Background: an optimization exercise with open tools, aiming at small area and a short achievable clock period. Do not read the settings as production practice.
RTL that was checked went through simulation tests only; none was proved equivalent to the original.
The RTL of runs 1 and 2 was laid out without a check of its function.

==> design.v <==
module ca_channel (
    input  wire        clk,
    input  wire        rst,         
    input  wire        start,       
    input  wire        upd,         
    input  wire [5:0]  prn,         
    input  wire [5:0]  noise_prn,   
    input  wire [1:0]  dsel,        
    input  wire [7:0]  moff,        
    input  wire [31:0] fc,          
    input  wire [31:0] fk,          
    input  wire        s_valid,
    input  wire [7:0]  s_i,
    input  wire [7:0]  s_q,
    output reg         dump_valid,
    output wire [31:0] ve_i, ve_q,
    output wire [31:0] e_i,  e_q,
    output wire [31:0] p_i,  p_q,
    output wire [31:0] l_i,  l_q,
    output wire [31:0] vl_i, vl_q,
    output wire [31:0] n_i,  n_q,
    output wire [31:0] m_i,  m_q,
    output wire [63:0] carr_phase,
    output wire [31:0] code_frac
);
    localparam signed [31:0] FC_MIN = -32'sd225443840;    
    localparam signed [31:0] FC_MAX = -32'sd224395264;    
    localparam        [31:0] FK_MIN = 32'd26816795;       
    localparam        [31:0] FK_MAX = 32'd26817867;       
    function [31:0] clamp_fc(input [31:0] w);
        if ($signed(w) < FC_MIN)      clamp_fc = FC_MIN;
        else if ($signed(w) > FC_MAX) clamp_fc = FC_MAX;
        else                          clamp_fc = w;
    endfunction
    function [31:0] clamp_fk(input [31:0] w);
        if (w < FK_MIN)      clamp_fk = FK_MIN;
        else if (w > FK_MAX) clamp_fk = FK_MAX;
        else                 clamp_fk = w;
    endfunction
    function [20:0] pack_fc(input [31:0] w);
        reg [31:0] c;
        begin
            c = clamp_fc(w);
            pack_fc = {c[21], c[19:0]};
        end
    endfunction
    function [10:0] pack_fk(input [31:0] w);
        reg [31:0] c;
        begin
            c = clamp_fk(w);
            pack_fk = c[10:0];
        end
    endfunction
    function [7:0] g2_taps(input [5:0] p);    
        case (p)
            6'd1:  g2_taps = {4'd2, 4'd6};   6'd2:  g2_taps = {4'd3, 4'd7};
            6'd3:  g2_taps = {4'd4, 4'd8};   6'd4:  g2_taps = {4'd5, 4'd9};
            6'd5:  g2_taps = {4'd1, 4'd9};   6'd6:  g2_taps = {4'd2, 4'd10};
            6'd7:  g2_taps = {4'd1, 4'd8};   6'd8:  g2_taps = {4'd2, 4'd9};
            6'd9:  g2_taps = {4'd3, 4'd10};  6'd10: g2_taps = {4'd2, 4'd3};
            6'd11: g2_taps = {4'd3, 4'd4};   6'd12: g2_taps = {4'd5, 4'd6};
            6'd13: g2_taps = {4'd6, 4'd7};   6'd14: g2_taps = {4'd7, 4'd8};
            6'd15: g2_taps = {4'd8, 4'd9};   6'd16: g2_taps = {4'd9, 4'd10};
            6'd17: g2_taps = {4'd1, 4'd4};   6'd18: g2_taps = {4'd2, 4'd5};
            6'd19: g2_taps = {4'd3, 4'd6};   6'd20: g2_taps = {4'd4, 4'd7};
            6'd21: g2_taps = {4'd5, 4'd8};   6'd22: g2_taps = {4'd6, 4'd9};
            6'd23: g2_taps = {4'd1, 4'd3};   6'd24: g2_taps = {4'd4, 4'd6};
            6'd25: g2_taps = {4'd5, 4'd7};   6'd26: g2_taps = {4'd6, 4'd8};
            6'd27: g2_taps = {4'd7, 4'd9};   6'd28: g2_taps = {4'd8, 4'd10};
            6'd29: g2_taps = {4'd1, 4'd6};   6'd30: g2_taps = {4'd2, 4'd7};
            6'd31: g2_taps = {4'd3, 4'd8};   6'd32: g2_taps = {4'd4, 4'd9};
            6'd33: g2_taps = {4'd5, 4'd10};  6'd34: g2_taps = {4'd4, 4'd10};
            6'd35: g2_taps = {4'd1, 4'd7};   6'd36: g2_taps = {4'd2, 4'd8};
            6'd37: g2_taps = {4'd4, 4'd10};
            default: g2_taps = {4'd2, 4'd6};
        endcase
    endfunction
    function ca_chip(input [10:1] g1s, input [10:1] g2s, input [5:0] p);
        reg [7:0] t;
        begin
            t = g2_taps(p);
            ca_chip = g1s[10] ^ g2s[t[7:4]] ^ g2s[t[3:0]];
        end
    endfunction
    localparam [10:1] G1_1021 = 10'b0011111111, G2_1021 = 10'b1011111111;
    localparam [10:1] G1_1022 = 10'b0111111111, G2_1022 = 10'b0111111111;
    localparam [10:1] G1_0    = 10'b1111111111, G2_0    = 10'b1111111111;
    localparam [10:1] G1_1    = 10'b1111111110, G2_1    = 10'b1111111110;
    localparam [10:1] G1_2    = 10'b1111111100, G2_2    = 10'b1111111100;
    localparam [10:1] G1_3    = 10'b1111111000, G2_3    = 10'b1111111001;
    function [32:0] spacing_d(input [1:0] s);
        case (s)
            2'd0: spacing_d = 33'd429496730;     
            2'd1: spacing_d = 33'd858993459;     
            2'd2: spacing_d = 33'h080000000;     
            default: spacing_d = 33'h100000000;  
        endcase
    endfunction
    function [32:0] spacing_h(input [1:0] s);
        case (s)
            2'd0: spacing_h = 33'd214748365;     
            2'd1: spacing_h = 33'd429496730;     
            2'd2: spacing_h = 33'h040000000;     
            default: spacing_h = 33'h080000000;  
        endcase
    endfunction
    reg        running;
    reg [5:0]  prn_r, nprn_r;
    reg [20:0] fc_r, fc_q;
    reg [10:0] fk_r, fk_q;
    reg [1:0]  dsel_r, dsel_q;
    reg [7:0]  moff_r, moff_q;
    reg [31:0] plo;             
    reg [31:0] phi;             
    reg        dec1;            
    reg [31:0] frac;            
    reg [10:1] g1, g2;          
    reg [4:0]  win;             
    reg [2:0]  nwin;            
    wire [31:0] fc_w = {10'b1111001010, fc_r[20], ~fc_r[20], fc_r[19:0]};
    wire [31:0] fk_w = {FK_MIN[31:11], fk_r};
    wire        take     = running && s_valid && !start && !rst;
    wire [32:0] frac_sum = {1'b0, frac} + {1'b0, fk_w};
    wire        chip_adv = frac_sum[32];
    wire        at_last  = (g1 == G1_2);          
    wire        bnd      = take && chip_adv && at_last;
    wire [32:0] plo_sum  = {1'b0, plo} + {1'b0, fc_w};
    wire g1_fb = g1[3] ^ g1[10];
    wire g2_fb = g2[2] ^ g2[3] ^ g2[6] ^ g2[8] ^ g2[9] ^ g2[10];
    always @(posedge clk) begin
        if (rst)
            running <= 1'b0;
        else if (start)
            running <= 1'b1;
    end
    always @(posedge clk) begin
        if (start || upd) begin
            fc_q   <= pack_fc(fc);
            fk_q   <= pack_fk(fk);
            dsel_q <= dsel;
            moff_q <= moff;
        end
        if (start) begin
            prn_r  <= prn;
            nprn_r <= noise_prn;
            fc_r   <= pack_fc(fc);
            fk_r   <= pack_fk(fk);
            dsel_r <= dsel;
            moff_r <= moff;
        end else if (bnd) begin
            fc_r   <= fc_q;
            fk_r   <= fk_q;
            dsel_r <= dsel_q;
            moff_r <= moff_q;
        end
    end
    always @(posedge clk) begin
        if (start) begin
            plo    <= 32'd0;
            frac   <= 32'd0;
            g1     <= G1_3;
            g2     <= G2_3;
            win    <= {ca_chip(G1_2, G2_2, prn), ca_chip(G1_1, G2_1, prn),
                       ca_chip(G1_0, G2_0, prn), ca_chip(G1_1022, G2_1022, prn),
                       ca_chip(G1_1021, G2_1021, prn)};
            nwin   <= {ca_chip(G1_2, G2_2, noise_prn), ca_chip(G1_1, G2_1, noise_prn),
                       ca_chip(G1_0, G2_0, noise_prn)};
        end else if (take) begin
            plo    <= plo_sum[31:0];
            frac   <= frac_sum[31:0];
            if (chip_adv) begin
                win  <= {ca_chip(g1, g2, prn_r), win[4:1]};
                nwin <= {ca_chip(g1, g2, nprn_r), nwin[2:1]};
                g1   <= {g1[9:1], g1_fb};
                g2   <= {g2[9:1], g2_fb};
            end
        end
    end
    reg [7:0] cs;    
    always @* begin
        case (plo[31:27])
            5'd0:  cs = { 4'sd7,  4'sd1};  5'd1:  cs = { 4'sd7,  4'sd2};
            5'd2:  cs = { 4'sd6,  4'sd3};  5'd3:  cs = { 4'sd5,  4'sd4};
            5'd4:  cs = { 4'sd4,  4'sd5};  5'd5:  cs = { 4'sd3,  4'sd6};
            5'd6:  cs = { 4'sd2,  4'sd7};  5'd7:  cs = { 4'sd1,  4'sd7};
            5'd8:  cs = {-4'sd1,  4'sd7};  5'd9:  cs = {-4'sd2,  4'sd7};
            5'd10: cs = {-4'sd3,  4'sd6};  5'd11: cs = {-4'sd4,  4'sd5};
            5'd12: cs = {-4'sd5,  4'sd4};  5'd13: cs = {-4'sd6,  4'sd3};
            5'd14: cs = {-4'sd7,  4'sd2};  5'd15: cs = {-4'sd7,  4'sd1};
            5'd16: cs = {-4'sd7, -4'sd1};  5'd17: cs = {-4'sd7, -4'sd2};
            5'd18: cs = {-4'sd6, -4'sd3};  5'd19: cs = {-4'sd5, -4'sd4};
            5'd20: cs = {-4'sd4, -4'sd5};  5'd21: cs = {-4'sd3, -4'sd6};
            5'd22: cs = {-4'sd2, -4'sd7};  5'd23: cs = {-4'sd1, -4'sd7};
            5'd24: cs = { 4'sd1, -4'sd7};  5'd25: cs = { 4'sd2, -4'sd7};
            5'd26: cs = { 4'sd3, -4'sd6};  5'd27: cs = { 4'sd4, -4'sd5};
            5'd28: cs = { 4'sd5, -4'sd4};  5'd29: cs = { 4'sd6, -4'sd3};
            5'd30: cs = { 4'sd7, -4'sd2};  default: cs = { 4'sd7, -4'sd1};
        endcase
    end
    wire [32:0] sd = spacing_d(dsel_r);
    wire [32:0] sh = spacing_h(dsel_r);
    wire        ve_lo = {1'b0, frac} < sd;                       
    wire        e_lo  = {1'b0, frac} < sh;
    wire [33:0] l_s   = {2'b00, frac} + {1'b0, sh};
    wire [33:0] vl_s  = {2'b00, frac} + {1'b0, sd};
    wire        l_hi  = l_s[33] | l_s[32];                       
    wire        vl_hi = vl_s[33] | vl_s[32];
    wire [8:0]  m_s   = {3'b000, frac[31:26]} + {moff_r[7], moff_r};
    wire [2:0]  m_ix  = m_s[8:6] + 3'd2;                         
    wire [6:0]  tb;     
    assign tb[0] = ve_lo ? win[1] : win[2];
    assign tb[1] = e_lo  ? win[1] : win[2];
    assign tb[2] = win[2];
    assign tb[3] = l_hi  ? win[3] : win[2];
    assign tb[4] = vl_hi ? win[3] : win[2];
    assign tb[5] = nwin[0];
    assign tb[6] = win[m_ix];
    reg st1;
    always @(posedge clk) begin
        st1  <= start;
        dec1 <= take && !plo_sum[32];
        if (st1)
            phi <= 32'd0;
        else
            phi <= phi - {31'd0, dec1};
    end
    reg               tk1, bnd1;
    reg signed [7:0]  si1, sq1;
    reg        [7:0]  cs1;
    reg        [6:0]  tb1;
    reg        [31:0] plo1, frac1;     
    always @(posedge clk) begin
        tk1   <= take;
        bnd1  <= bnd;
        si1   <= s_i;
        sq1   <= s_q;
        cs1   <= cs;
        tb1   <= tb;
        plo1  <= plo;
        frac1 <= frac;
    end
    wire signed [3:0]  c_cos = cs1[7:4];
    wire signed [3:0]  c_sin = cs1[3:0];
    wire signed [12:0] bb_i  = si1 * c_cos + sq1 * c_sin;
    wire signed [12:0] bb_q  = sq1 * c_cos - si1 * c_sin;
    reg               bnd2, st2;
    reg signed [11:0] bi2, bq2;        
    reg        [6:0]  tb2;
    always @(posedge clk) begin
        bnd2 <= bnd1;
        st2  <= st1;
        bi2  <= tk1 ? bb_i[11:0] : 12'd0;
        bq2  <= tk1 ? bb_q[11:0] : 12'd0;
        tb2  <= tk1 ? tb1 : 7'd0;
    end
    reg signed [28:0] acc_i [0:6];
    reg signed [28:0] acc_q [0:6];
    reg signed [28:0] sum_i [0:6];
    reg signed [28:0] sum_q [0:6];
    reg signed [28:0] out_i [0:6];
    reg signed [28:0] out_q [0:6];
    reg        [63:0] cp_r;
    reg        [31:0] cf_r;
    integer k;
    always @* begin
        for (k = 0; k < 7; k = k + 1) begin
            sum_i[k] = tb2[k] ? acc_i[k] - bi2 : acc_i[k] + bi2;
            sum_q[k] = tb2[k] ? acc_q[k] - bq2 : acc_q[k] + bq2;
        end
    end
    always @(posedge clk) begin
        for (k = 0; k < 7; k = k + 1) begin
            if (bnd2 || st2) begin
                acc_i[k] <= 29'sd0;
                acc_q[k] <= 29'sd0;
            end else begin
                acc_i[k] <= sum_i[k];
                acc_q[k] <= sum_q[k];
            end
        end
    end
    always @(posedge clk) begin
        dump_valid <= bnd2;
        if (bnd2) begin
            for (k = 0; k < 7; k = k + 1) begin
                out_i[k] <= sum_i[k];
                out_q[k] <= sum_q[k];
            end
            cp_r <= {phi, plo1};
            cf_r <= frac1;
        end
    end
    assign ve_i = {{3{out_i[0][28]}}, out_i[0]};  assign ve_q = {{3{out_q[0][28]}}, out_q[0]};
    assign e_i  = {{3{out_i[1][28]}}, out_i[1]};  assign e_q  = {{3{out_q[1][28]}}, out_q[1]};
    assign p_i  = {{3{out_i[2][28]}}, out_i[2]};  assign p_q  = {{3{out_q[2][28]}}, out_q[2]};
    assign l_i  = {{3{out_i[3][28]}}, out_i[3]};  assign l_q  = {{3{out_q[3][28]}}, out_q[3]};
    assign vl_i = {{3{out_i[4][28]}}, out_i[4]};  assign vl_q = {{3{out_q[4][28]}}, out_q[4]};
    assign n_i  = {{3{out_i[5][28]}}, out_i[5]};  assign n_q  = {{3{out_q[5][28]}}, out_q[5]};
    assign m_i  = {{3{out_i[6][28]}}, out_i[6]};  assign m_q  = {{3{out_q[6][28]}}, out_q[6]};
    assign carr_phase = cp_r;
    assign code_frac  = cf_r;
endmodule
==> run.sh <==
#!/bin/bash
# synth_recipe.tcl (not shown) runs the flow's synth.tcl, then flattens the netlist and writes it again
# the make line also repeats each setting of config.mk as NAME=value (left out here)
make -C /OpenROAD-flow-scripts/flow DESIGN_CONFIG=/design/flow/config.mk WORK_HOME=/design/flow/orfs CLKGATE_MAP_FILE= SYNTH_SCRIPT=/design/flow/synth_recipe.tcl finish
==> config.mk <==
export PLATFORM = sky130hd
export DESIGN_NAME = ca_channel
export DESIGN_NICKNAME = ca_channel
export VERILOG_FILES = /design/flow/design.v
export SDC_FILE = /design/flow/constraint.sdc
export NUM_CORES = 4
export LEC_CHECK = 0
export CAP_MARGIN = 20
export CORE_MARGIN = 2
export CORE_UTILIZATION = 40
export SLEW_MARGIN = 20
==> constraint.sdc <==
create_clock -name core_clock -period 10.0 [get_ports {clk}]
set_input_delay 2.0000 -clock core_clock [delete_from_list [all_inputs] [get_ports {clk}]]
set_output_delay 2.0000 -clock core_clock [all_outputs]
set_load 0.01 [all_outputs]
==> results of run 1 <==
-- cell type report --
| type | instances | area (um2) | share of cell area [%] |
|---|---|---|---|
| antenna | 2 | 5.00 | 0.00573 |
| clock buffer | 195 | 4050 | 4.64 |
| clock inverter | 81 | 916 | 1.05 |
| inverter | 378 | 1420 | 1.62 |
| multi-input combinational | 5364 | 39400 | 45.1 |
| sequential | 1277 | 31700 | 36.2 |
| tap | 2464 | 3080 | 3.53 |
| timing repair buffer | 694 | 6840 | 7.84 |
-- state kept, by name, indices dropped and copies added (netlist names), 10 cells and up, named ones only --
| register | cells |
|---|---|
| fk_r | 11 |
| g1 | 10 |
| bq2 | 12 |
| acc_q | 203 |
| frac | 32 |
| cp_r | 64 |
| acc_i | 203 |
| out_i | 203 |
| out_q | 203 |
| g2 | 10 |
| plo1 | 31 |
| fc_r | 21 |
| fk_q | 11 |
| bi2 | 12 |
| fc_q | 21 |
| plo | 32 |
| cf_r | 32 |
| phi | 32 |
| frac1 | 32 |
-- how the worst max path moves through the flow --
| stage | endpoint | from |
|---|---|---|
| 2_1_floorplan | acc_i[0][28] | bnd2 |
| 3_3_place_gp | out_q[3][28] | bq2[0] |
| 6_report | out_q[3][28] | bq2[0] |
| 4_1_cts | out_q[3][28] | bq2[0] |
| 5_1_grt | out_q[3][28] | bq2[0] |
| 3_5_place_dp | out_q[3][28] | bq2[0] |
-- Yosys cell counts (100+ instances only) --
cell type  instances
a21o_1           222
a21oi_1          622
and2_1           490
clkbuf_1         196
dfxtp_1          671
edfxtp_1         606
fa_1             116
ha_1             644
inv_1            373
mux2i_1          100
nand2_1          332
nand3_1          105
nor2_1           567
nor3_1           110
o21ai_0          318
xnor2_1          440
xor2_1           160
-- critical path: stages, from the launching register on --
cell       delay [ps]
dfxtp_1           520
inv_1             130
ha_1              300
nor3b_2           520
nor3b_2           500
nor3b_2           540
nand2_1           150
or3_1             340
ha_1              270
inv_1             450
o21ai_0           250
ha_1              390
and3_1            210
and3_1            190
and2_1            160
a41o_1            270
o21ai_1           150
a21oi_1           130
a311o_1           440
a2111oi_0         560
nor3_1            100
-- kinds of logic after synthesis --
kind of cell    share of synthesized area, %
buf+inv                                 3.64
flops                                   42.9
mux                                     2.46
xor+xnor                                7.14
fa+ha+maj                               14.1
compound gates                          15.1
simple gates                            14.7
-- metrics by stage --
stage	cell area, um2	setup slack, ps	instances	util, %	hold WS [ps]
detailed placement	82400	3170	10200	45.0	326
global route	87300	2690	10500	47.7	338
global placement	82300	3410	10200	45.0	323
finish	87300	3160	10500	47.7	335
CTS	87300	3190	10500	47.7	339
floorplan	73700	2070	7306	-	310
-- layer usage --
metal	vias to the layer above	global-route usage (%)
met2	1370	38.3
met5	-	0
met1	26600	26.1
li1	27100	-
met4	16	9.88
met3	364	3.69
==> flow_summary.toml, run 1 <==
[status]
status = "finished clean"

[layout]
drive_gt1_share_pct = 5.48
layout_common_cells = "dfxtp_1 (660), clkdlybuf4s50_1 (649), ha_1 (644), a21oi_1 (622), edfxtp_1 (606)"
nets = 8729
area_growth_syn_to_layout_pct = 18.6
final_common_cell = "dfxtp_1"
fillers = 17000

[floorplanning]
start_util_pct = 40.2
num_rows = 157
ioPinCount = 652
core-area_um2 = 183000
die_x_um = 433
die_h_um = 433
die_area_um2 = 188000

[worst_setup_path]
critPathLaunchType = "flip-flop"
end_kind = "flip-flop"
r2r-end = "out_q[3][28]"
crit_required_ps = 10530
critPathKind = "flip-flop to flip-flop"
crit_path_max_fanout = 9
worst_r2r_path_depth = 20
cp.arrival_ps = 7380
r2r_start = "bq2[0]"
reg2reg_slack_ps = 3160

[timing]
drv_slew = 0
max_freq_mhz = 146
tightest_slew_ps = 1030
clock_skew_ps = 38.9
rsz0062_at_grt = "false"
min_period_over_period_pct = 68.4
relSlewSlack_pct = 29.2
setup_viol = 0
period_needed_ps = 6840
hold_viol = 0
tns_ps = 0

[synthesis]
synthesis.area_um2 = 73600
syn-mean-instance-area_um2 = 10.1
synth_area_leader_cell = "edfxtp_1"
yosysWarnings = 7
synthArstFlopShare_pct = 0
synth.distinct_cells = 102
yosysTopAreaCellShare_pct = 24.7
synthTopCellsByArea = "edfxtp_1 (25%), dfxtp_1 (18%), ha_1 (11%)"
synth-main-ff-cell = "dfxtp_1"
postSynthCellCount = 7306
synth-edff-count = 606
synth-seq-cells = 1277
synth_fp_nets = 8173
yosysSeqAreaShare_pct = 42.9

[min_path]
hp-start = "bnd1"
min_to = "bnd2"
hold_path.class = "flip-flop to flip-flop"
hold_depth = 0

[detailed_routing]
wl_met3_mm = 10.6
avgRoutedWirePerCell_um = 20.1
drt-initial-drc-count = 3330
top_layer = "met5"
postRouteAntennaNets = 0
wl_met2_mm = 103
drcViolationCount = 0
vias = 55400
drt-pass1-iter-count = 5
drt-met1-wl_mm = 85.9
drt-vias-per-instance = 5.30
wl_mm = 210

[clocking]
cts_buffer_depth = 3
cts_tree = "built"
hold_buffers = 0
clock_latency_ps = 810
cts_root_buf = "clkbuf_16"
cts_setup_buffers = 0
clk_pin_slew_ps = 60
cts_made_buffers = 147
cts_max_level = 4
cts.sink_count = 1277
post_cts_resized = 0

[grt]
grt_max_degree = 92
track_usage_pct = 21.8
grt_first_pass_wirelength_mm = 317
grt_pass1_vias = 53900
antenna_found_initial = 13
grt_overflow = 0

[placed_design]
dp_hpwl_mm = 156
gp_congestion = 0.932
io_buffer_count = 651

[run]
cap_violations = 0
==> run 2: changes to the inputs <==
--- a/config.mk
+++ b/config.mk
@@ -7,5 +7,7 @@
 export LEC_CHECK = 0
+export ABC_CLOCK_PERIOD_IN_PS = 3000
 export CAP_MARGIN = 20
 export CORE_MARGIN = 2
-export CORE_UTILIZATION = 40
+export CORE_UTILIZATION = 55
+export SETUP_SLACK_MARGIN = 5
 export SLEW_MARGIN = 20
==> run 2 against run 1 <==
Still clean. Via count up 0.75%. Synthesized cell count unchanged. Sequential share of layout area is essentially flat. Hold slack gained 46 ps. Area after synthesis did not move. Non-clock buffer count grew 52. Core utilization rose by 18 points. Flip-flop and latch count did not move. Clock-buffer cell count is 10 lower. Routed wire length is 6.7% lower. Critical path type unchanged.
==> flow_summary.toml, run 2 <==
[floorplanning]
die_area_um2 = 137000
die_h_um = 370
ioPinCount = 652
num_rows = 134
core-area_um2 = 133000
start_util_pct = 55.3
die_x_um = 370

[worst_setup_path]
crit_required_ps = 10520
crit_top_cell = "nor3b_4"
cp_slowest_cell = "a221o_1"
cpPeakStageDelay_ps = 410
critPathLaunchType = "flip-flop"
path_cells = "inv_1 -> ha_4 -> nor3b_4 -> nor3b_4 -> nor3b_4 -> buf_4 -> buf_4 -> nor2_1 -> xnor2_1 -> ha_1 -> a21oi_1 -> o21ai_0 -> a21o_1 -> a221o_1 -> o31ai_4 -> o21ai_1 -> a311oi_2 -> a21oi_1 -> xor2_1"
cp.arrival_ps = 5390
end_kind = "flip-flop"
crit_path_max_fanout = 9
reg2reg_slack_ps = 5130
critPathKind = "flip-flop to flip-flop"

[timing]
period_needed_ps = 4870
setup_viol = 0
tightest_slew_ps = 1210
max_freq_mhz = 205
relSlewSlack_pct = 19.5
drv_slew = 0
tns_ps = 0
min_period_over_period_pct = 48.7
hold_viol = 0
clock_skew_ps = 27.0
rsz0062_at_grt = "true"
fin_ws_ps = 5130

[detailed_routing]
drt-pass1-iter-count = 7
postRouteAntennaNets = 0
wl_mm = 196
drt-vias-per-instance = 5.69
avgRoutedWirePerCell_um = 20.0
vias = 55800
drcViolationCount = 0
drt-initial-drc-count = 4108

[clocking]
cts_root_buf = "clkbuf_16"
cts.sink_count = 1277
clock_latency_ps = 780
cts_tree = "built"
hold_buffers = 0
cts_made_buffers = 142
cts_max_level = 4
clk_pin_slew_ps = 60
cts_buffer_depth = 3

[status]
status = "finished clean"

[layout]
stdcell_area_um2 = 87500
drive_gt1_share_pct = 7.67
final_common_cell = "clkdlybuf4s50_1"
final_core_util_pct = 65.8
fillers = 10700
layout_common_cells = "clkdlybuf4s50_1 (641), dfxtp_1 (640), ha_1 (629), edfxtp_1 (606), a21oi_1 (604)"
area_growth_syn_to_layout_pct = 18.9
nets = 8778

[synthesis]
yosysWarnings = 7
synth_fp_nets = 8173
postSynthCellCount = 7306
synth_common_cells = "dfxtp_1 (671), ha_1 (644), a21oi_1 (622)"
synth-main-ff-cell = "dfxtp_1"
synth.distinct_cells = 102
yosysSeqAreaShare_pct = 42.9
synthTopCellsByArea = "edfxtp_1 (25%), dfxtp_1 (18%), ha_1 (11%)"
synth-edff-count = 606
syn-mean-instance-area_um2 = 10.1
synth_area_leader_cell = "edfxtp_1"
yosysTopAreaCellShare_pct = 24.7
synth-seq-cells = 1277
synthArstFlopShare_pct = 0
synth_most_common_cell = "dfxtp_1"
synthesis.area_um2 = 73600

[grt]
grt_pass1_vias = 53200
grt_max_degree = 239
antenna_found_initial = 14
grt_first_pass_wirelength_mm = 300
grt_overflow = 0
track_usage_pct = 27.9

[placed_design]
gp_congestion = 0.923
io_buffer_count = 651
dp_hpwl_mm = 142
place_area_um2 = 81500
dpl_worst_slack_ps = 3590

[run]
cap_violations = 0

[min_path]
hold_path.class = "flip-flop to flip-flop"
-- run 2: cell counts after synthesis --
No cell type changed its count.
-- run 2: metrics by stage --
step | hold WS [ps] | std cells
3_3_place_gp | 365 | 9469
6_report | 381 | 9809
5_1_grt | 376 | 9808
2_1_floorplan | 309 | 7306
3_5_place_dp | 372 | 9469
4_1_cts | 380 | 9768
-- run 2: critical path: cells and delay by family (launching register included) --
| kind | cells | cell delay (ps) |
|---|---|---|
| adders and majority gates | 2 | 510 |
| and+or+nand+nor | 4 | 830 |
| buffers and inverters | 3 | 420 |
| DFF | 1 | 400 |
| xor gates and xnor gates | 2 | 500 |
| AOI/OAI and AO/OA | 8 | 1950 |
-- run 2: cell type report --
| class | count | area, um2 | area share, % |
|---|---|---|---|
| Multi-Input combinational cell | 5365 | 40000 | 45.7 |
| Sequential cell | 1277 | 31700 | 36.2 |
| Timing Repair Buffer | 746 | 7300 | 8.33 |
| Clock buffer | 185 | 4000 | 4.56 |
| Tap cell | 1768 | 2210 | 2.53 |
| Inverter | 378 | 1460 | 1.66 |
| Clock inverter | 81 | 840 | 0.959 |
| Antenna cell | 8 | 20.0 | 0.0229 |
| Timing Repair inverter | 1 | 5.00 | 0.00572 |
-- run 2: cell families (layout without fill, tap and decap cells) --
group | after synthesis | after routing | synth area share, %
AOI/OAI and AO/OA | 1764 | 1764 | 15.1
xor gates and xnor gates | 600 | 600 | 7.14
adders and majority gates | 760 | 760 | 14.1
buffers and inverters | 665 | 1391 | 3.64
DFF | 1277 | 1277 | 42.9
muxes | 163 | 163 | 2.46
other | 0 | 8 | 0
and+or+nand+nor | 2077 | 2078 | 14.7
-- run 2: path summary, 6_finish.rpt --
| check | start | to | cells past startpoint |
|---|---|---|---|
| hold / removal | plo[21] | plo1[21] | 0 |
| setup / recovery | bq2[0] | out_q[2][25] | 19 |
| hold reg to reg | plo[21] | plo1[21] | 0 |
| setup reg to reg | bq2[0] | out_q[2][25] | 19 |
-- run 2: layer usage --
layer / wire length [um] / global-route usage [%] / up-vias
met5: 41 / 0 / -
met1: 85600 / 37.1 / 26800
met2: 91400 / 45.2 / 1515
li1: - / - / 27200
met4: 7140 / 10.4 / 6
met3: 12000 / 5.22 / 328
-- run 2: what timing repair did --
action / in CTS / in global routing
cloned: 0 / 2
resized for setup: 71 / 114
pin swaps: 10 / 32
setup buffers: 33 / 30
endpoints found under the setup margin: 492 / 193
==> run 3: changes to the inputs <==
--- a/design.v
+++ b/design.v
@@ -53,39 +53,88 @@
     endfunction
-    function [7:0] g2_taps(input [5:0] p);    
+    function [4:0] win_init(input [5:0] p);
         case (p)
-            6'd1:  g2_taps = {4'd2, 4'd6};   6'd2:  g2_taps = {4'd3, 4'd7};
-            6'd3:  g2_taps = {4'd4, 4'd8};   6'd4:  g2_taps = {4'd5, 4'd9};
-            6'd5:  g2_taps = {4'd1, 4'd9};   6'd6:  g2_taps = {4'd2, 4'd10};
-            6'd7:  g2_taps = {4'd1, 4'd8};   6'd8:  g2_taps = {4'd2, 4'd9};
-            6'd9:  g2_taps = {4'd3, 4'd10};  6'd10: g2_taps = {4'd2, 4'd3};
-            6'd11: g2_taps = {4'd3, 4'd4};   6'd12: g2_taps = {4'd5, 4'd6};
-            6'd13: g2_taps = {4'd6, 4'd7};   6'd14: g2_taps = {4'd7, 4'd8};
-            6'd15: g2_taps = {4'd8, 4'd9};   6'd16: g2_taps = {4'd9, 4'd10};
-            6'd17: g2_taps = {4'd1, 4'd4};   6'd18: g2_taps = {4'd2, 4'd5};
-            6'd19: g2_taps = {4'd3, 4'd6};   6'd20: g2_taps = {4'd4, 4'd7};
-            6'd21: g2_taps = {4'd5, 4'd8};   6'd22: g2_taps = {4'd6, 4'd9};
-            6'd23: g2_taps = {4'd1, 4'd3};   6'd24: g2_taps = {4'd4, 4'd6};
-            6'd25: g2_taps = {4'd5, 4'd7};   6'd26: g2_taps = {4'd6, 4'd8};
-            6'd27: g2_taps = {4'd7, 4'd9};   6'd28: g2_taps = {4'd8, 4'd10};
-            6'd29: g2_taps = {4'd1, 4'd6};   6'd30: g2_taps = {4'd2, 4'd7};
-            6'd31: g2_taps = {4'd3, 4'd8};   6'd32: g2_taps = {4'd4, 4'd9};
-            6'd33: g2_taps = {4'd5, 4'd10};  6'd34: g2_taps = {4'd4, 4'd10};
-            6'd35: g2_taps = {4'd1, 4'd7};   6'd36: g2_taps = {4'd2, 4'd8};
-            6'd37: g2_taps = {4'd4, 4'd10};
-            default: g2_taps = {4'd2, 4'd6};
+            6'd1: win_init = 5'b01100;
+            6'd2: win_init = 5'b11100;
+            6'd3: win_init = 5'b11100;
+            6'd4: win_init = 5'b11101;
+            6'd5: win_init = 5'b00101;
+            6'd6: win_init = 5'b01110;
+            6'd7: win_init = 5'b00100;
+            6'd8: win_init = 5'b01101;
+            6'd9: win_init = 5'b11110;
+            6'd10: win_init = 5'b01100;
+            6'd11: win_init = 5'b11100;
+            6'd12: win_init = 5'b11100;
+            6'd13: win_init = 5'b11100;
+            6'd14: win_init = 5'b11100;
+            6'd15: win_init = 5'b11101;
+            6'd16: win_init = 5'b11111;
+            6'd17: win_init = 5'b00100;
+            6'd18: win_init = 5'b01100;
+            6'd19: win_init = 5'b11100;
+            6'd20: win_init = 5'b11100;
+            6'd21: win_init = 5'b11100;
+            6'd22: win_init = 5'b11101;
+            6'd23: win_init = 5'b00100;
+            6'd24: win_init = 5'b11100;
+            6'd25: win_init = 5'b11100;
+            6'd26: win_init = 5'b11100;
+            6'd27: win_init = 5'b11101;
+            6'd28: win_init = 5'b11110;
+            6'd29: win_init = 5'b00100;
+            6'd30: win_init = 5'b01100;
+            6'd31: win_init = 5'b11100;
+            6'd32: win_init = 5'b11101;
+            6'd33: win_init = 5'b11110;
+            6'd34: win_init = 5'b11110;
+            6'd35: win_init = 5'b00100;
+            6'd36: win_init = 5'b01100;
+            6'd37: win_init = 5'b11110;
+            default: win_init = 5'b00000;
         endcase
     endfunction
-    function ca_chip(input [10:1] g1s, input [10:1] g2s, input [5:0] p);
-        reg [7:0] t;
-        begin
-            t = g2_taps(p);
-            ca_chip = g1s[10] ^ g2s[t[7:4]] ^ g2s[t[3:0]];
-        end
+    function [10:1] g2_mask(input [5:0] p);
+        case (p)
+            6'd1: g2_mask = 10'b0000100010;
+            6'd2: g2_mask = 10'b0001000100;
+            6'd3: g2_mask = 10'b0010001000;
+            6'd4: g2_mask = 10'b0100010000;
+            6'd5: g2_mask = 10'b0100000001;
+            6'd6: g2_mask = 10'b1000000010;
+            6'd7: g2_mask = 10'b0010000001;
+            6'd8: g2_mask = 10'b0100000010;
+            6'd9: g2_mask = 10'b1000000100;
+            6'd10: g2_mask = 10'b0000000110;
+            6'd11: g2_mask = 10'b0000001100;
+            6'd12: g2_mask = 10'b0000110000;
+            6'd13: g2_mask = 10'b0001100000;
+            6'd14: g2_mask = 10'b0011000000;
+            6'd15: g2_mask = 10'b0110000000;
+            6'd16: g2_mask = 10'b1100000000;
+            6'd17: g2_mask = 10'b0000001001;
+            6'd18: g2_mask = 10'b0000010010;
+            6'd19: g2_mask = 10'b0000100100;
+            6'd20: g2_mask = 10'b0001001000;
+            6'd21: g2_mask = 10'b0010010000;
+            6'd22: g2_mask = 10'b0100100000;
+            6'd23: g2_mask = 10'b0000000101;
+            6'd24: g2_mask = 10'b0000101000;
+            6'd25: g2_mask = 10'b0001010000;
+            6'd26: g2_mask = 10'b0010100000;
+            6'd27: g2_mask = 10'b0101000000;
+            6'd28: g2_mask = 10'b1010000000;
+            6'd29: g2_mask = 10'b0000100001;
+            6'd30: g2_mask = 10'b0001000010;
+            6'd31: g2_mask = 10'b0010000100;
+            6'd32: g2_mask = 10'b0100001000;
+            6'd33: g2_mask = 10'b1000010000;
+            6'd34: g2_mask = 10'b1000001000;
+            6'd35: g2_mask = 10'b0001000001;
+            6'd36: g2_mask = 10'b0010000010;
+            6'd37: g2_mask = 10'b1000001000;
+            default: g2_mask = 10'b0000000000;
+        endcase
     endfunction
-    localparam [10:1] G1_1021 = 10'b0011111111, G2_1021 = 10'b1011111111;
-    localparam [10:1] G1_1022 = 10'b0111111111, G2_1022 = 10'b0111111111;
-    localparam [10:1] G1_0    = 10'b1111111111, G2_0    = 10'b1111111111;
-    localparam [10:1] G1_1    = 10'b1111111110, G2_1    = 10'b1111111110;
-    localparam [10:1] G1_2    = 10'b1111111100, G2_2    = 10'b1111111100;
-    localparam [10:1] G1_3    = 10'b1111111000, G2_3    = 10'b1111111001;
+    localparam [10:1] G1_2 = 10'b1111111100;    
+    localparam [10:1] G1_3 = 10'b1111111000, G2_3 = 10'b1111111001;
     function [32:0] spacing_d(input [1:0] s);
@@ -107,3 +156,3 @@
     reg        running;
-    reg [5:0]  prn_r, nprn_r;
+    reg [10:1] pmask, nmask;    
     reg [20:0] fc_r, fc_q;
@@ -143,4 +192,4 @@
         if (start) begin
-            prn_r  <= prn;
-            nprn_r <= noise_prn;
+            pmask  <= g2_mask(prn);
+            nmask  <= g2_mask(noise_prn);
             fc_r   <= pack_fc(fc);
@@ -162,7 +211,4 @@
             g2     <= G2_3;
-            win    <= {ca_chip(G1_2, G2_2, prn), ca_chip(G1_1, G2_1, prn),
-                       ca_chip(G1_0, G2_0, prn), ca_chip(G1_1022, G2_1022, prn),
-                       ca_chip(G1_1021, G2_1021, prn)};
-            nwin   <= {ca_chip(G1_2, G2_2, noise_prn), ca_chip(G1_1, G2_1, noise_prn),
-                       ca_chip(G1_0, G2_0, noise_prn)};
+            win    <= win_init(prn);
+            nwin   <= win_init(noise_prn) >> 2;
         end else if (take) begin
@@ -171,4 +217,4 @@
             if (chip_adv) begin
-                win  <= {ca_chip(g1, g2, prn_r), win[4:1]};
-                nwin <= {ca_chip(g1, g2, nprn_r), nwin[2:1]};
+                win  <= {g1[10] ^ (^(g2 & pmask)), win[4:1]};
+                nwin <= {g1[10] ^ (^(g2 & nmask)), nwin[2:1]};
                 g1   <= {g1[9:1], g1_fb};
@@ -263,2 +309,23 @@
     reg        [31:0] cf_r;
+    function [28:0] acc_step(input [28:0] a, input [11:0] b, input t);
+        reg [11:0] bx;
+        reg [12:0] lo;
+        reg        up, dn;
+        reg [16:0] ah, hi;
+        integer i;
+        begin
+            bx = b ^ {12{t}};
+            lo = {1'b0, a[11:0]} + {1'b0, bx} + {12'd0, t};
+            up = lo[12] & ~bx[11];
+            dn = bx[11] & ~lo[12];
+            ah = a[28:12];
+            hi[0] = ah[0] ^ (up | dn);
+            for (i = 1; i < 17; i = i + 1)
+                hi[i] = ah[i] ^ ((up & (&(ah | ~((17'd1 << i) - 17'd1)))) |
+                                 (dn & ~(|(ah & ((17'd1 << i) - 17'd1)))));
+            acc_step = {hi, lo[11:0]};
+        end
+    endfunction
+    reg clr3;
+    always @(posedge clk) clr3 <= bnd2 || st2;
     integer k;
@@ -266,4 +333,4 @@
         for (k = 0; k < 7; k = k + 1) begin
-            sum_i[k] = tb2[k] ? acc_i[k] - bi2 : acc_i[k] + bi2;
-            sum_q[k] = tb2[k] ? acc_q[k] - bq2 : acc_q[k] + bq2;
+            sum_i[k] = acc_step(clr3 ? 29'd0 : acc_i[k], bi2, tb2[k]);
+            sum_q[k] = acc_step(clr3 ? 29'd0 : acc_q[k], bq2, tb2[k]);
         end
@@ -272,9 +339,4 @@
         for (k = 0; k < 7; k = k + 1) begin
-            if (bnd2 || st2) begin
-                acc_i[k] <= 29'sd0;
-                acc_q[k] <= 29'sd0;
-            end else begin
-                acc_i[k] <= sum_i[k];
-                acc_q[k] <= sum_q[k];
-            end
+            acc_i[k] <= sum_i[k];
+            acc_q[k] <= sum_q[k];
         end
==> flow/run.sh (new file) <==
#!/bin/bash
# Standard ORFS layout (the standard.sh), with timing repair aimed at a
# 3.5 ns period: the setup margin asks repair_timing for 6.5 ns of slack
# against the 10 ns clock. The SDC and everything else are unchanged.
set -euo pipefail
bash standard.sh SETUP_SLACK_MARGIN=6.5 finish > standard_make.log 2>&1
==> standard.sh (new file) <==
#!/bin/bash
# synth_recipe.tcl (not shown) runs the flow's synth.tcl, then flattens the netlist and writes it again
# the make line also repeats each setting of config.mk as NAME=value (left out here)
make -C /OpenROAD-flow-scripts/flow DESIGN_CONFIG=/design/flow/config.mk WORK_HOME=/design/flow/orfs CLKGATE_MAP_FILE= SYNTH_SCRIPT=/design/flow/synth_recipe.tcl "${@:-finish}"
--- a/config.mk
+++ b/config.mk
@@ -7,3 +7,2 @@
 export LEC_CHECK = 0
-export ABC_CLOCK_PERIOD_IN_PS = 3000
 export CAP_MARGIN = 20
@@ -11,3 +10,2 @@
 export CORE_UTILIZATION = 55
-export SETUP_SLACK_MARGIN = 5
 export SLEW_MARGIN = 20
removed: run.sh
==> run 3 against run 2 <==
Still clean. Hold slack got worse by 57 ps. Register-to-register slack improved by 340 ps. Core utilization up 9.5 points. Design area grew 1.7%. Clock-buffer cell count is 8 higher. Setup slack gained 340 ps. Flip-flop and latch count decreased by 7. Routed wire length shrank 2.1%. Via count shrank 6.1%. Critical endpoint is now out_q[2][28]. Largest cell class unchanged.
==> flow_summary.toml, run 3 <==
[status]
status = "finished clean"

[timing]
whs_ps = 324
max_freq_mhz = 221
tightest_slew_ps = 1110
hold_viol = 0
period_needed_ps = 4530
clock_skew_ps = 28.3
drv_slew = 0
rsz0062_at_grt = "true"
min_period_over_period_pct = 45.3
setup_viol = 0
tns_ps = 0
relSlewSlack_pct = 26.0

[synthesis]
yosysSeqAreaShare_pct = 48.0
synth_most_common_cell = "dfxtp_1"
synth_area_leader_cell = "edfxtp_1"
synth.distinct_cells = 98
synthTopCellsByArea = "edfxtp_1 (28%), dfxtp_1 (20%), ha_1 (7.6%)"
synth_fp_nets = 6919
synthesis.area_um2 = 65700
synth_common_cells = "dfxtp_1 (656), edfxtp_1 (614), nand2_1 (477)"
yosysWarnings = 7
synthArstFlopShare_pct = 0
synth-seq-cells = 1270
synth-main-ff-cell = "dfxtp_1"
synth-edff-count = 614
yosysTopAreaCellShare_pct = 28.0
postSynthCellCount = 6295
syn-mean-instance-area_um2 = 10.4

[clocking]
clock_latency_ps = 760
cts_max_level = 4
cts_made_buffers = 138
cts_root_buf = "clkbuf_16"
cts.sink_count = 1270
cts_buffer_depth = 3
clk_pin_slew_ps = 60
cts_tree = "built"
hold_buffers = 0

[detailed_routing]
wl_mm = 192
vias = 52400
drt-initial-drc-count = 3854
postRouteAntennaNets = 0
drcViolationCount = 0
drt-pass1-iter-count = 8
avgRoutedWirePerCell_um = 21.0
drt-vias-per-instance = 5.73

[grt]
antenna_found_initial = 14
grt_overflow = 0
grt_pass1_vias = 50100
track_usage_pct = 29.5
grt_first_pass_wirelength_mm = 280
grt_max_degree = 160

[worst_setup_path]
crit_required_ps = 10500
cp.arrival_ps = 5030
crit_path_max_fanout = 6
critPathKind = "flip-flop to flip-flop"
critPathLaunchType = "flip-flop"
end_kind = "flip-flop"

[floorplanning]
core-area_um2 = 118000
start_util_pct = 55.6
die_x_um = 350
die_h_um = 350
ioPinCount = 652
die_area_um2 = 122000
num_rows = 126

[placed_design]
post-place-cells = 8213
dp_hpwl_mm = 118
io_buffer_count = 651
gp_congestion = 0.912

[layout]
layout_common_cells = "edfxtp_1 (614), dfxtp_1 (613), nand2_1 (421), nor2_1 (356), ha_1 (351)"
final_common_cell = "edfxtp_1"
nets = 8117
drive_gt1_share_pct = 25.5
instances_no_fill = 9146
area_growth_syn_to_layout_pct = 35.4

[min_path]
hold_path.class = "flip-flop to flip-flop"

[run]
cap_violations = 0
==> run 3: changes by cell type in the layout (fill, tap and decap cells not counted), moves of 278 or more <==
cell,delta
clkdlybuf4s50_1,-555
a21oi_1,-372
and2_1,-370
dlygate4sd2_1,+321
buf_6,+295
ha_1,-278
==> run 3: worst max-delay path, stage by stage (launching register included) <==
cell and delay, ps:
dfxtp_4 390, buf_16 150, buf_6 120, nand2b_4 140, mux2i_4 170, fa_2 240, a21o_1 140, a21oi_2 80
o21bai_2 160, a31oi_2 140, o311a_1 410, a21oi_4 270, ha_4 190, nand3_4 70, nor4_4 380, nand4_1 210
nor3_2 200, nand4_1 190, mux2i_1 290, mux2_4 340
==> run 3: path summary, 6_finish.rpt <==
kind                            start  cells after the start           end  slack (ps)
worst max-delay path             clr3                     19  out_q[2][28]        5470
worst min-delay path             bnd1                      0          bnd2         320
worst max register to register   clr3                     19  out_q[2][28]        5470
worst min register to register   bnd1                      0          bnd2         320
==> run 3: per-stage QoR <==
step	area [um2]	util, %	setup slack (ps)
2_1_floorplan	66900	-	5070
3_3_place_gp	73800	62.4	4090
3_5_place_dp	73800	62.4	3990
4_1_cts	84600	71.6	5630
5_1_grt	89000	75.3	5310
6_report	89000	75.3	5470
==> run 3: per-layer routing <==
metal	share of wire, %	GRT usage [%]	vias to the layer above
met5	0.014	0	-
met4	5.3	14.5	4
met3	7.4	5.41	467
met2	47	48.8	1981
met1	40	37.2	25300
li1	-	-	24700
==> run 3: timing repair <==
action                                  4_1_cts  5_1_grt
gates cloned                                 27        3
gates resized for setup                    1706      664
endpoints found under the setup margin     1292      605
pin swaps                                   332      370
buffers inserted                            431      215
==> run 3: kinds of logic (layout without fill, tap and decap cells) <==
group           after synthesis  in the layout  share of synthesized area [%]
fa+ha+maj                   517            517                           11.2
mux                          92             92                           1.51
other cells                   0              3                              0
xor+xnor                    578            578                           7.70
buf+inv                     600           1910                           3.81
flops                      1270           1270                           48.0
simple gates               2082           2083                           16.8
compound gates             1156           1157                           11.0
==> run 3: layout make-up <==
cell class | count | area (um2)
inverters | 312 | 1250
well taps | 1536 | 1920
repair buffers | 1341 | 13100
clock buffers | 193 | 3930
multi-input cells | 4427 | 36500
repair inverters | 3 | 41.3
fillers | 7823 | 29200
diodes | 3 | 7.51
flip-flops and latches | 1270 | 31700
clock inverters | 61 | 609
==> run 4: changes to the inputs <==
==> run.sh (new file) <==
#!/bin/bash
# synth_recipe.tcl (not shown) runs the flow's synth.tcl, then flattens the netlist and writes it again
# the make line also repeats each setting of config.mk as NAME=value (left out here)
make -C /OpenROAD-flow-scripts/flow DESIGN_CONFIG=/design/flow/config.mk WORK_HOME=/design/flow/orfs CLKGATE_MAP_FILE= SYNTH_SCRIPT=/design/flow/synth_recipe.tcl finish
--- a/config.mk
+++ b/config.mk
@@ -10,2 +10,3 @@
 export CORE_UTILIZATION = 55
+export SETUP_SLACK_MARGIN = 5
 export SLEW_MARGIN = 20
removed: flow/run.sh
removed: standard.sh
==> run 4 against run 3 <==
Still clean. Synthesized cell count is the same. Maximum frequency is 6.2% lower. Non-clock buffer count decreased by 642. Critical endpoint is now bq2[10]. Core utilization fell by 9.0 points. Largest cell class unchanged. First-iteration DRC count fell by 11%. Routed wire length fell by 13%.
==> flow_summary.toml, run 4 <==
[detailed_routing]
vias = 48100
avgRoutedWirePerCell_um = 19.6
drcViolationCount = 0
postRouteAntennaNets = 0
wl_mm = 166
drt-vias-per-instance = 5.66
drt-initial-drc-count = 3443
drt-pass1-iter-count = 7

[synthesis]
postSynthCellCount = 6295
syn-mean-instance-area_um2 = 10.4
synthesis.area_um2 = 65700
yosys.area_share.xor_xnor_pct = 7.70
synth-edff-count = 614
synth_common_cells = "dfxtp_1 (656), edfxtp_1 (614), nand2_1 (477)"
synth-adder-area-share_pct = 11.2
yosysWarnings = 7
synth_fp_nets = 6919
synth_most_common_cell = "dfxtp_1"
synth-seq-cells = 1270
yosysTopAreaCellShare_pct = 28.0
synth_area_leader_cell = "edfxtp_1"
synthArstFlopShare_pct = 0
synthMuxAreaShare_pct = 1.51
synth-main-ff-cell = "dfxtp_1"
synthSimpleGateAreaFrac_pct = 16.8
synth_compound_area_share_pct = 11.0
synth_top_family_by_area = "simple AND/OR/NAND/NOR gates"
yosysSeqAreaShare_pct = 48.0
synth.distinct_cells = 98
synthTopCellsByArea = "edfxtp_1 (28%), dfxtp_1 (20%), ha_1 (7.6%)"

[clocking]
cts_buffer_depth = 3
cts_root_buf = "clkbuf_16"
cts.sink_count = 1270
cts_tree = "built"
cts_made_buffers = 138
clock_latency_ps = 740
cts_max_level = 4
hold_buffers = 0
clk_pin_slew_ps = 60

[floorplanning]
core-area_um2 = 118000
die_area_um2 = 122000
start_util_pct = 55.6
die_x_um = 350
die_h_um = 350
num_rows = 126
ioPinCount = 652

[timing]
setup_viol = 0
drv_slew = 0
min_period_over_period_pct = 48.3
hold_viol = 0
tightest_slew_ps = 1110
period_needed_ps = 4830
clock_skew_ps = 34.1
tns_ps = 0
relSlewSlack_pct = 26.3
max_freq_mhz = 207
rsz0062_at_grt = "true"

[run]
cap_violations = 0

[layout]
drive_gt1_share_pct = 7.37
instances_no_fill = 8498
nets = 7470
final_common_cell = "clkdlybuf4s50_1"
area_growth_syn_to_layout_pct = 19.3
layout_common_cells = "clkdlybuf4s50_1 (649), dfxtp_1 (642), edfxtp_1 (614), nand2_1 (476), nor2_1 (411)"

[worst_setup_path]
end_kind = "flip-flop"
crit_required_ps = 10610
critPathLaunchType = "flip-flop"
crit_path_max_fanout = 8
cp.arrival_ps = 5440
critPathKind = "flip-flop to flip-flop"
worst_r2r_path_depth = 15

[grt]
grt_max_degree = 135
track_usage_pct = 26.7
antenna_found_initial = 3
grt_first_pass_wirelength_mm = 256
grt_overflow = 0
grt_pass1_vias = 46000

[placed_design]
gp_congestion = 0.917
post-place-cells = 8225
io_buffer_count = 651
dp_hpwl_mm = 119

[min_path]
hold_depth = 0
hold_path.class = "flip-flop to flip-flop"

[status]
status = "finished clean"
==> run 4: cell count changes in the layout (fill, tap and decap cells not counted), moves of 70 or more <==
cell	change
buf_4	-315
buf_6	-291
clkdlybuf4s15_1	-91
clkdlybuf4s50_1	+563
dlygate4sd2_1	-321
o21ai_0	+128
xnor2_1	+70
==> run 4: final timing paths <==
path | end | startpoint | slack [ps]
hold / removal | bnd2 | bnd1 | 350
setup reg to reg | bq2[10] | sq1[3] | 5170
hold reg to reg | bnd2 | bnd1 | 350
setup / recovery | bq2[10] | sq1[3] | 5170
==> run 4: layout make-up <==
| type | count | area (um2) |
|---|---|---|
| Sequential cell | 1270 | 31600 |
| Tap cell | 1536 | 1920 |
| Timing Repair Buffer | 699 | 7040 |
| Clock inverter | 67 | 832 |
| Inverter | 312 | 1180 |
| Fill cell | 9289 | 39800 |
| Antenna cell | 1 | 2.50 |
| Multi-Input combinational cell | 4425 | 31900 |
| Clock buffer | 188 | 3930 |
==> run 4: timing repair <==
| item | in CTS | in global routing |
|---|---|---|
| endpoints found under the setup margin | 282 | 139 |
| gates resized for setup | 14 | 63 |
| cloned | 2 | 0 |
| pin swaps | 0 | 6 |
| buffers inserted | 8 | 7 |
==> run 4: worst max-delay path: stages (launching register included) <==
cell,delay [ps]
dfxtp_1,550
nand2_1,140
fa_1,580
fa_1,420
ha_1,290
inv_1,50
fa_1,490
fa_1,420
ha_1,340
a31oi_1,300
nor2_1,70
o21a_1,190
o31a_1,260
o41ai_1,340
xnor2_1,110
and2_1,160
==> run 4: cell families (layout without fill, tap and decap cells) <==
kind of cell / after synthesis / count (layout)
xor gates and xnor gates: 578 / 578
muxes: 92 / 92
and+or+nand+nor: 2082 / 2082
other: 0 / 1
adders and majority gates: 517 / 517
AOI/OAI and AO/OA: 1156 / 1156
buffers and inverters: 600 / 1266
DFF: 1270 / 1270
==> run 4: layer usage <==
layer  track usage, %  vias up  wire (um)
met2             43.7     1398      77200
met4             11.5        2       6980
met5                0        -         11
li1                 -    23400          -
met1             35.2    23100      71400
met3             4.53      281      10800
==> run 4: per-stage QoR <==
| step | utilization [%] | hold slack [ps] | worst slack [ps] | cell area (um2) |
|---|---|---|---|---|
| global route | 66.3 | 351 | 4880 | 78400 |
| CTS | 66.1 | 345 | 5010 | 78100 |
| floorplan | - | 309 | 5000 | 65800 |
| global placement | 61.8 | 335 | 3980 | 73100 |
| finish | 66.3 | 346 | 5170 | 78400 |
| detailed placement | 61.8 | 331 | 3970 | 73100 |

static timing again, ports no longer ideal:
Ports are ideal in the flow. The routed layouts listed here were re-timed in OpenROAD. Step 1, drivers: a clkbuf_16 drives clk and a buf_2 each remaining input, both assumed. Step 2, shift: input delay + t, output delay - t, t = (earliest + latest rising clock arrival at the registers) / 2. This alone moves slack from input paths to output paths. a / b / c = ideal ports / drivers / drivers and shift; a / b = the first two.
run	t, ns	setup WS [ns]	worst hold slack (ns)	worst setup path after step 2	slew at the worst register clock pin (ns)
run 1	0.873	3.157 / 3.157 / 3.157	0.335 / 0.335 / 0.335	register to register	0.06 / 0.06
run 2	0.852	5.132 / 5.132 / 4.376	0.381 / 0.381 / 0.381	input to register	0.07 / 0.07
run 3	0.820	5.474 / 5.474 / 5.474	0.324 / 0.324 / 0.324	register to register	0.06 / 0.06
run 4	0.805	5.173 / 5.173 / 4.560	0.346 / 0.346 / 0.346	input to register	0.06 / 0.06
After both steps every run listed still meets setup and hold. For run 2, which loses most, drivers alone change the setup slack by 0.000 ns; drivers and shift together by -0.756 ns.
